Context: an optimization exercise on an open-source flow, tuned for small area and a short achievable clock period. The choices shown serve that exercise and are no tape-out recipe.
Where RTL was checked, it was by simulation tests only, not by an equivalence proof against the original.

==> zinc: inputs <==
Design rse_compose, start of the top module:
module rse_compose (
    input  wire        clk,
    input  wire        rst,
    input  wire        in_valid,
    input  wire [11:0] bg_y,
    input  wire [11:0] bg_cb,
    input  wire [11:0] bg_cr,
    input  wire        l0_cover,
    input  wire [7:0]  l0_alpha,
    input  wire [1:0]  l0_depth,
    input  wire [15:0] l0_y,
    input  wire [15:0] l0_cb,
    input  wire [15:0] l0_cr,
    input  wire        l1_cover,
    input  wire [7:0]  l1_alpha,
    input  wire [1:0]  l1_depth,
    input  wire [15:0] l1_y,
    input  wire [15:0] l1_cb,
    input  wire [15:0] l1_cr,
    input  wire        l2_cover,
    input  wire [7:0]  l2_alpha,
    input  wire [1:0]  l2_depth,
    input  wire [15:0] l2_y,
    input  wire [15:0] l2_cb,
    input  wire [15:0] l2_cr,
    input  wire        l3_cover,
    input  wire [7:0]  l3_alpha,
    input  wire [1:0]  l3_depth,
    input  wire [15:0] l3_y,
    input  wire [15:0] l3_cb,
    input  wire [15:0] l3_cr,
    output reg         out_valid,
    output reg  [11:0] out_y,
    output reg  [11:0] out_cb,
    output reg  [11:0] out_cr
);
clock: 20.0 ns
lec_check: 0
cap_margin: 20
core_margin: 2
core_utilization: 55
cts_cluster_diameter: 100
cts_cluster_size: 28
place_density: 0.65
slew_margin: 20
standard.sh (not shown) runs the stock make flow with config.mk's settings and CLKGATE_MAP_FILE= SYNTH_SCRIPT=/design/flow/synth_recipe.tcl, a recipe that flattens the netlist after the stock synthesis.
==> flow/flow/run.sh <==
#!/bin/bash
# The standard layout, with plain buffers (not delay cells) on the ports,
# and timing repair aimed at a 5.2 ns cycle (slack 14.8 ns at the 20 ns clock).
set -euo pipefail
export BUFFER_PORTS_ARGS="-buffer_cell sky130_fd_sc_hd__buf_2"
export SETUP_SLACK_MARGIN=14.8
bash standard.sh > make_flow.log 2>&1
==> inputs of garnet, as changes to zinc <==
--- a/flow/design.v
+++ b/flow/design.v
@@ -132,35 +132,26 @@
             ec = {1'b0, t[7:0]} + {4'd0, t[12:8]};
             div255 = z[19:8] + {7'd0, t[12:8]} + {11'd0, ec[8]};
         end
     endfunction
     reg        v0;
     reg [35:0] c0;
     reg [45:0] l0 [0:3];       
-    reg [2:0]  dsel0;          
     always @(posedge clk) begin
         v0 <= in_valid & ~rst;
         c0 <= {bg_y, bg_cb, bg_cr};
-        dsel0 <= {l0_depth == 2'd2, l0_depth == 2'd1, l0_depth == 2'd0 || l0_depth == 2'd3};
         l0[0] <= {l0_cover ? l0_alpha : 8'd0, l0_depth, l0_y[11:0], l0_cb[11:0], l0_cr[11:0]};
         l0[1] <= {l1_cover ? l1_alpha : 8'd0, l1_depth, l1_y[11:0], l1_cb[11:0], l1_cr[11:0]};
         l0[2] <= {l2_cover ? l2_alpha : 8'd0, l2_depth, l2_y[11:0], l2_cb[11:0], l2_cr[11:0]};
         l0[3] <= {l3_cover ? l3_alpha : 8'd0, l3_depth, l3_y[11:0], l3_cb[11:0], l3_cr[11:0]};
     end
-    function [11:0] widen_sel(input [2:0] sel, input [11:0] raw);
-        widen_sel = ({12{sel[2]}} & raw)
-                  | ({12{sel[1]}} & {raw[9:0], 2'b00})
-                  | ({12{sel[0]}} & {raw[7:0], 4'b0000});
-    endfunction
     wire [43:0] lw [0:3];
-    assign lw[0] = {l0[0][45:38], widen_sel(dsel0, l0[0][35:24]),
-                    widen_sel(dsel0, l0[0][23:12]), widen_sel(dsel0, l0[0][11:0])};
     genvar j;
     generate
-        for (j = 1; j < 4; j = j + 1) begin : g_widen
+        for (j = 0; j < 4; j = j + 1) begin : g_widen
             assign lw[j] = {l0[j][45:38], widen(l0[j][37:36], {4'd0, l0[j][35:24]}),
                             widen(l0[j][37:36], {4'd0, l0[j][23:12]}),
                             widen(l0[j][37:36], {4'd0, l0[j][11:0]})};
         end
     endgenerate
     reg        vn [0:3];
     reg [59:0] zn [0:3];
==> flow/flow/run.sh (replaced) <==
#!/bin/bash
# The standard layout, with plain buffers (not delay cells) on the ports,
# and timing repair aimed at a 5.2 ns cycle (slack 14.9 ns at the 20 ns clock).
set -euo pipefail
export BUFFER_PORTS_ARGS="-buffer_cell sky130_fd_sc_hd__buf_2"
export SETUP_SLACK_MARGIN=14.9
bash standard.sh > make_flow.log 2>&1
- CORE_UTILIZATION: 55 -> 40
- CTS_CLUSTER_DIAMETER: 100 -> default
- CTS_CLUSTER_SIZE: 28 -> default
- PLACE_DENSITY: 0.65 -> default
==> qor summary <==
Result of the run: garnet finished clean; zinc finished clean
Post-Synth XOR/XNOR Area: garnet 0.04482; zinc 0.04234
Area added between synthesis and finish: garnet 15.91%; zinc 8.996%
Register-to-register path setup slack: garnet 14,810 ps; zinc 14,870 ps
Area fraction in and, or, nand and nor cells after synthesis: garnet 0.05678; zinc 0.07159
Routed via count: garnet 49,960; zinc 50,870
Netlist area before placement: garnet 75,040 um2; zinc 74,680 um2
R2r worst-path depth: garnet 21; zinc 18
Number of detailed-route iterations in the first pass: garnet 5; zinc 9
Initial Utilization: garnet 0.4038; zinc 0.5526
Post-Synthesis Net Count: garnet 8,431; zinc 8,728
Total number of multi-input combinational cells: garnet 4,696; zinc 4,944
Register area share after synthesis: garnet 0.3044; zinc 0.3061
Clock insertion delay at the later pin of the skew report: garnet 770 ps; zinc 700 ps
Non-clock inverter count: garnet 845; zinc 832
Antenna diode instance count: garnet 3; zinc 6
Hold path startpoint: garnet ld[1][146]; zinc ln[1][130]
Arr. time, crit path: garnet 1200 ps; zinc 1140 ps
Only the layout flow was run in garnet; the RTL was not checked for function there.

---

==> inputs of run M <==
==> flow/design.v <==
module rse_compose (
    input  wire        clk,
    input  wire        rst,
    input  wire        in_valid,
    input  wire [11:0] bg_y,
    input  wire [11:0] bg_cb,
    input  wire [11:0] bg_cr,
    input  wire        l0_cover,
    input  wire [7:0]  l0_alpha,
    input  wire [1:0]  l0_depth,
    input  wire [15:0] l0_y,
    input  wire [15:0] l0_cb,
    input  wire [15:0] l0_cr,
    input  wire        l1_cover,
    input  wire [7:0]  l1_alpha,
    input  wire [1:0]  l1_depth,
    input  wire [15:0] l1_y,
    input  wire [15:0] l1_cb,
    input  wire [15:0] l1_cr,
    input  wire        l2_cover,
    input  wire [7:0]  l2_alpha,
    input  wire [1:0]  l2_depth,
    input  wire [15:0] l2_y,
    input  wire [15:0] l2_cb,
    input  wire [15:0] l2_cr,
    input  wire        l3_cover,
    input  wire [7:0]  l3_alpha,
    input  wire [1:0]  l3_depth,
    input  wire [15:0] l3_y,
    input  wire [15:0] l3_cb,
    input  wire [15:0] l3_cr,
    output reg         out_valid,
    output reg  [11:0] out_y,
    output reg  [11:0] out_cb,
    output reg  [11:0] out_cr
);
    function [11:0] widen(input [1:0] depth, input [15:0] raw);
        case (depth)
            2'd1:    widen = {raw[9:0], 2'b00};
            2'd2:    widen = raw[11:0];
            default: widen = {raw[7:0], 4'b0000};
        endcase
    endfunction
    function [39:0] numer_cs(input [7:0] alpha, input [11:0] s, input [11:0] o);
        reg [11:0] p [0:7];
        reg s1, c2, s3, c4, s5, c6, s7, c8, s9, c10, s11, c12, s13, c14, s15, c16, s17, c18, s19, c20, s21, c22, s23, c24, s25, c26, s27, c28, s29, c30, s31, c32, s33, c34, s35, c36, s37, c38, s39, c40, s41, c42, s43, c44, s45, c46, s47, c48, s49, c50, s51, c52, s53, c54, s55, c56, s57, c58, s59, c60, s61, c62, s63, c64, s65, c66, s67, c68, s69, c70, s71, c72, s73, c74, s75, c76, s77, c78, s79, c80, s81, c82, s83, c84, s85, c86, s87, c88, s89, c90, s91, c92, s93, c94, s95, c96, s97, c98, s99, c100, s101, c102, s103, c104, s105, c106, s107, c108, s109, c110, s111, c112, s113, c114, s115, c116, s117, c118, s119, c120, s121, c122, s123, c124, s125, c126, s127, c128, s129, c130, s131, c132;
        integer i;
        begin
            for (i = 0; i < 8; i = i + 1)
                p[i] = alpha[i] ? s : o;
            {c2, s1} = {1'b0, p[0][6]} + p[1][5];
            {c4, s3} = {1'b0, p[0][7]} + p[1][6] + p[2][5];
            {c6, s5} = {1'b0, p[3][4]} + p[4][3] + p[5][2];
            {c8, s7} = {1'b0, p[0][8]} + p[1][7] + p[2][6];
            {c10, s9} = {1'b0, p[3][5]} + p[4][4] + p[5][3];
            {c12, s11} = {1'b0, p[0][9]} + p[1][8] + p[2][7];
            {c14, s13} = {1'b0, p[3][6]} + p[4][5] + p[5][4];
            {c16, s15} = {1'b0, p[0][10]} + p[1][9] + p[2][8];
            {c18, s17} = {1'b0, p[3][7]} + p[4][6] + p[5][5];
            {c20, s19} = {1'b0, p[0][11]} + p[1][10] + p[2][9];
            {c22, s21} = {1'b0, p[3][8]} + p[4][7] + p[5][6];
            {c24, s23} = {1'b0, p[1][11]} + p[2][10] + p[3][9];
            {c26, s25} = {1'b0, p[4][8]} + p[5][7];
            {c28, s27} = {1'b0, p[2][11]} + p[3][10] + p[4][9];
            {c30, s29} = {1'b0, p[0][4]} + p[1][3];
            {c32, s31} = {1'b0, p[0][5]} + p[1][4] + p[2][3];
            {c34, s33} = {1'b0, p[3][2]} + p[4][1];
            {c36, s35} = {1'b0, s1} + p[2][4] + p[3][3];
            {c38, s37} = {1'b0, p[4][2]} + p[5][1] + p[6][0];
            {c40, s39} = {1'b0, s3} + s5 + p[6][1];
            {c42, s41} = {1'b0, p[7][0]} + 1'b1 + c2;
            {c44, s43} = {1'b0, s7} + s9 + p[6][2];
            {c46, s45} = {1'b0, p[7][1]} + c4 + c6;
            {c48, s47} = {1'b0, s11} + s13 + p[6][3];
            {c50, s49} = {1'b0, p[7][2]} + c8 + c10;
            {c52, s51} = {1'b0, s15} + s17 + p[6][4];
            {c54, s53} = {1'b0, p[7][3]} + c12 + c14;
            {c56, s55} = {1'b0, s19} + s21 + p[6][5];
            {c58, s57} = {1'b0, p[7][4]} + c16 + c18;
            {c60, s59} = {1'b0, s23} + s25 + p[6][6];
            {c62, s61} = {1'b0, p[7][5]} + c20 + c22;
            {c64, s63} = {1'b0, s27} + p[5][8] + p[6][7];
            {c66, s65} = {1'b0, p[7][6]} + c24 + c26;
            {c68, s67} = {1'b0, p[3][11]} + p[4][10] + p[5][9];
            {c70, s69} = {1'b0, p[6][8]} + p[7][7] + c28;
            {c72, s71} = {1'b0, p[4][11]} + p[5][10] + p[6][9];
            {c74, s73} = {1'b0, p[0][3]} + p[1][2];
            {c76, s75} = {1'b0, s29} + p[2][2] + p[3][1];
            {c78, s77} = {1'b0, s31} + s33 + p[5][0];
            {c80, s79} = {1'b0, s35} + s37 + c32;
            {c82, s81} = {1'b0, s39} + s41 + c36;
            {c84, s83} = {1'b0, s43} + s45 + c40;
            {c86, s85} = {1'b0, s47} + s49 + c44;
            {c88, s87} = {1'b0, s51} + s53 + c48;
            {c90, s89} = {1'b0, s55} + s57 + c52;
            {c92, s91} = {1'b0, s59} + s61 + c56;
            {c94, s93} = {1'b0, s63} + s65 + c60;
            {c96, s95} = {1'b0, s67} + s69 + c64;
            {c98, s97} = {1'b0, s71} + p[7][8] + c68;
            {c100, s99} = {1'b0, p[5][11]} + p[6][10] + p[7][9];
            {c102, s101} = {1'b0, p[0][2]} + p[1][1];
            {c104, s103} = {1'b0, s73} + p[2][1] + p[3][0];
            {c106, s105} = {1'b0, s75} + p[4][0] + c74;
            {c108, s107} = {1'b0, s77} + c30 + c76;
            {c110, s109} = {1'b0, s79} + c34 + c78;
            {c112, s111} = {1'b0, s81} + c38 + c80;
            {c114, s113} = {1'b0, s83} + c42 + c82;
            {c116, s115} = {1'b0, s85} + c46 + c84;
            {c118, s117} = {1'b0, s87} + c50 + c86;
            {c120, s119} = {1'b0, s89} + c54 + c88;
            {c122, s121} = {1'b0, s91} + c58 + c90;
            {c124, s123} = {1'b0, s93} + c62 + c92;
            {c126, s125} = {1'b0, s95} + c66 + c94;
            {c128, s127} = {1'b0, s97} + c70 + c96;
            {c130, s129} = {1'b0, s99} + c72 + c98;
            {c132, s131} = {1'b0, p[6][11]} + p[7][10] + c100;
            numer_cs = {1'b0, p[7][11], s131, s129, s127, s125, s123, s121, s119, s117, s115, s113, s111, s109, s107, s105, s103, s101, p[0][1], p[0][0], 1'b0, c132, c130, c128, c126, c124, c122, c120, c118, c116, c114, c112, c110, c108, c106, c104, c102, p[2][0], p[1][0], 1'b0};
        end
    endfunction
    function [19:0] numer(input [7:0] alpha, input [11:0] s, input [11:0] o);
        reg [39:0] cs;
        begin
            cs = numer_cs(alpha, s, o);
            numer = cs[39:20] + cs[19:0];
        end
    endfunction
    function [11:0] div255(input [19:0] z);
        reg [12:0] t;
        reg [8:0]  ec;
        begin
            t  = {1'b0, z[19:8]} + {5'd0, z[7:0]};
            ec = {1'b0, t[7:0]} + {4'd0, t[12:8]};
            div255 = z[19:8] + {7'd0, t[12:8]} + {11'd0, ec[8]};
        end
    endfunction
    reg        v0;
    reg [35:0] c0;
    reg [45:0] l0 [0:3];       
    reg [2:0]  dsel0;          
    always @(posedge clk) begin
        v0 <= in_valid & ~rst;
        c0 <= {bg_y, bg_cb, bg_cr};
        dsel0 <= {l0_depth == 2'd2, l0_depth == 2'd1, l0_depth == 2'd0 || l0_depth == 2'd3};
        l0[0] <= {l0_cover ? l0_alpha : 8'd0, l0_depth, l0_y[11:0], l0_cb[11:0], l0_cr[11:0]};
        l0[1] <= {l1_cover ? l1_alpha : 8'd0, l1_depth, l1_y[11:0], l1_cb[11:0], l1_cr[11:0]};
        l0[2] <= {l2_cover ? l2_alpha : 8'd0, l2_depth, l2_y[11:0], l2_cb[11:0], l2_cr[11:0]};
        l0[3] <= {l3_cover ? l3_alpha : 8'd0, l3_depth, l3_y[11:0], l3_cb[11:0], l3_cr[11:0]};
    end
    function [11:0] widen_sel(input [2:0] sel, input [11:0] raw);
        widen_sel = ({12{sel[2]}} & raw)
                  | ({12{sel[1]}} & {raw[9:0], 2'b00})
                  | ({12{sel[0]}} & {raw[7:0], 4'b0000});
    endfunction
    wire [43:0] lw [0:3];
    assign lw[0] = {l0[0][45:38], widen_sel(dsel0, l0[0][35:24]),
                    widen_sel(dsel0, l0[0][23:12]), widen_sel(dsel0, l0[0][11:0])};
    genvar j;
    generate
        for (j = 1; j < 4; j = j + 1) begin : g_widen
            assign lw[j] = {l0[j][45:38], widen(l0[j][37:36], {4'd0, l0[j][35:24]}),
                            widen(l0[j][37:36], {4'd0, l0[j][23:12]}),
                            widen(l0[j][37:36], {4'd0, l0[j][11:0]})};
        end
    endgenerate
    reg        vn [0:3];
    reg [59:0] zn [0:3];
    reg        vd [0:3];
    reg [35:0] od [0:3];
    reg [175:0] ln [0:3];
    reg [175:0] ld [0:3];
    wire        vi [0:3];
    wire [35:0] oi [0:3];
    wire [175:0] li [0:3];
    assign vi[0] = v0;
    assign oi[0] = c0;
    assign li[0] = {lw[3], lw[2], lw[1], lw[0]};
    genvar k;
    generate
        for (k = 0; k < 4; k = k + 1) begin : g_layer
            if (k > 0) begin : g_in
                assign vi[k] = vd[k-1];
                assign oi[k] = od[k-1];
                assign li[k] = ld[k-1];
            end
            wire [7:0]  alpha = li[k][44*k+43:44*k+36];
            wire [35:0] smp   = li[k][44*k+35:44*k];
            always @(posedge clk) begin
                vn[k] <= vi[k] & ~rst;
                zn[k] <= {numer(alpha, smp[35:24], oi[k][35:24]),
                          numer(alpha, smp[23:12], oi[k][23:12]),
                          numer(alpha, smp[11:0],  oi[k][11:0])};
                ln[k] <= li[k];
                vd[k] <= vn[k] & ~rst;
                od[k] <= {div255(zn[k][59:40]), div255(zn[k][39:20]), div255(zn[k][19:0])};
                ld[k] <= ln[k];
            end
        end
    endgenerate
    always @(*) begin
        out_valid = vd[3];
        {out_y, out_cb, out_cr} = od[3];
    end
endmodule
==> flow/flow/run.sh <==
#!/bin/bash
# The standard layout, with plain buffers (not delay cells) on the ports,
# and timing repair aimed at a 5.2 ns cycle (slack 14.8 ns at the 20 ns clock).
set -euo pipefail
export BUFFER_PORTS_ARGS="-buffer_cell sky130_fd_sc_hd__buf_2"
export SETUP_SLACK_MARGIN=14.8
bash standard.sh > make_flow.log 2>&1
==> flow/standard.sh <==
#!/bin/bash
# synth_recipe.tcl (not shown) runs the flow's synth.tcl, then flattens the netlist and writes it again
# the make line also repeats each setting of config.mk as NAME=value (left out here)
make -C /OpenROAD-flow-scripts/flow DESIGN_CONFIG=/design/flow/config.mk WORK_HOME=/design/flow/orfs CLKGATE_MAP_FILE= SYNTH_SCRIPT=/design/flow/synth_recipe.tcl "${@:-finish}"
==> flow/config.mk <==
export PLATFORM = sky130hd
export DESIGN_NAME = rse_compose
export DESIGN_NICKNAME = rse_compose
export VERILOG_FILES = /design/flow/design.v
export SDC_FILE = /design/flow/constraint.sdc
export NUM_CORES = 4
export LEC_CHECK = 0
export CAP_MARGIN = 20
export CORE_MARGIN = 2
export CORE_UTILIZATION = 40
export CTS_CLUSTER_DIAMETER = 100
export CTS_CLUSTER_SIZE = 28
export SLEW_MARGIN = 20
==> flow/constraint.sdc <==
create_clock -name core_clock -period 20.0 [get_ports {clk}]
set_input_delay 4.0000 -clock core_clock [delete_from_list [all_inputs] [get_ports {clk}]]
set_output_delay 4.0000 -clock core_clock [all_outputs]
set_load 0.01 [all_outputs]
==> inputs of run K, as changes to run M <==
--- a/flow/design.v
+++ b/flow/design.v
@@ -134,25 +134,24 @@
         end
     endfunction
+    function [11:0] widen_sel(input [2:0] sel, input [11:0] raw);
+        widen_sel = ({12{sel[2]}} & raw)
+                  | ({12{sel[1]}} & {raw[9:0], 2'b00})
+                  | ({12{sel[0]}} & {raw[7:0], 4'b0000});
+    endfunction
     reg        v0;
     reg [35:0] c0;
     reg [45:0] l0 [0:3];       
-    reg [2:0]  dsel0;          
+    wire [2:0] dsel0 = {l0_depth == 2'd2, l0_depth == 2'd1, l0_depth == 2'd0 || l0_depth == 2'd3};
     always @(posedge clk) begin
         v0 <= in_valid & ~rst;
         c0 <= {bg_y, bg_cb, bg_cr};
-        dsel0 <= {l0_depth == 2'd2, l0_depth == 2'd1, l0_depth == 2'd0 || l0_depth == 2'd3};
-        l0[0] <= {l0_cover ? l0_alpha : 8'd0, l0_depth, l0_y[11:0], l0_cb[11:0], l0_cr[11:0]};
+        l0[0] <= {l0_cover ? l0_alpha : 8'd0, 2'd2, widen_sel(dsel0, l0_y[11:0]),
+                  widen_sel(dsel0, l0_cb[11:0]), widen_sel(dsel0, l0_cr[11:0])};
         l0[1] <= {l1_cover ? l1_alpha : 8'd0, l1_depth, l1_y[11:0], l1_cb[11:0], l1_cr[11:0]};
         l0[2] <= {l2_cover ? l2_alpha : 8'd0, l2_depth, l2_y[11:0], l2_cb[11:0], l2_cr[11:0]};
         l0[3] <= {l3_cover ? l3_alpha : 8'd0, l3_depth, l3_y[11:0], l3_cb[11:0], l3_cr[11:0]};
     end
-    function [11:0] widen_sel(input [2:0] sel, input [11:0] raw);
-        widen_sel = ({12{sel[2]}} & raw)
-                  | ({12{sel[1]}} & {raw[9:0], 2'b00})
-                  | ({12{sel[0]}} & {raw[7:0], 4'b0000});
-    endfunction
     wire [43:0] lw [0:3];
-    assign lw[0] = {l0[0][45:38], widen_sel(dsel0, l0[0][35:24]),
-                    widen_sel(dsel0, l0[0][23:12]), widen_sel(dsel0, l0[0][11:0])};
+    assign lw[0] = {l0[0][45:38], l0[0][35:0]};
     genvar j;
     generate
==> flow/flow/run.sh (replaced) <==
#!/bin/bash
# The standard layout, with plain buffers (not delay cells) on the ports,
# and timing repair aimed at a 5.35 ns cycle (slack 14.65 ns at the 20 ns clock).
set -euo pipefail
export BUFFER_PORTS_ARGS="-buffer_cell sky130_fd_sc_hd__buf_2"
export SETUP_SLACK_MARGIN=14.65
bash standard.sh > make_flow.log 2>&1
Settings changed: CORE_UTILIZATION 40 to 55, PLACE_DENSITY from default to 0.65.
==> reports/results.txt <==
status = no timing/DRC/antenna violations
DP HPWL = 118000 um
worst setup slack after layout = 14.82 ns
Crit Path Class = reg -> out
Via density = 5.47
Starting Density = 55.4%
Die Span X = 368 um
fin crit period = 5.18 ns
R2R Path Start = ld[1][128]
met1 Track Usage GR = 29.7%
worst reg2reg path depth = 18
# the run above: run K

==> reports/results.txt <==
status = no timing/DRC/antenna violations
R2R Path Start = dsel0[2]
worst reg2reg path depth = 21
Crit Path Class = reg -> reg
DP HPWL = 126000 um
fin crit period = 5.26 ns
# the run above: run M

what the ideal ports hide:
No port has a modelled driver above. Below, the same layouts with a new extraction and two added sets of constraints.
Step 1 sets driving cells, clkbuf_16 on the clock port and buf_2 on the other inputs (assumed; they add their load-dependent delay and slew).
Step 2, shift: input delay + t, output delay - t, t = (earliest + latest rising clock arrival at the registers) / 2. This alone moves slack from input paths to output paths.
a / b / c = ideal / step 1 / step 2; a / b = the first two.
run | shift t [ns] | slack for setup (ns) | worst register clock-pin slew, ns
zinc | 0.762 | 14.861 / 14.782 / 14.870 | 0.11 / 0.11
garnet | 0.835 | 14.797 / 14.721 / 14.812 | 0.07 / 0.07
run M | 0.812 | 14.736 / 14.676 / 14.736 | 0.11 / 0.11
run K | 0.788 | 14.816 / 14.739 / 14.488 | 0.11 / 0.11
After both steps setup and hold are still met in every run listed. The setup slack of run K, which loses most, moves by -0.077 ns with the drivers and by -0.328 ns with both steps.
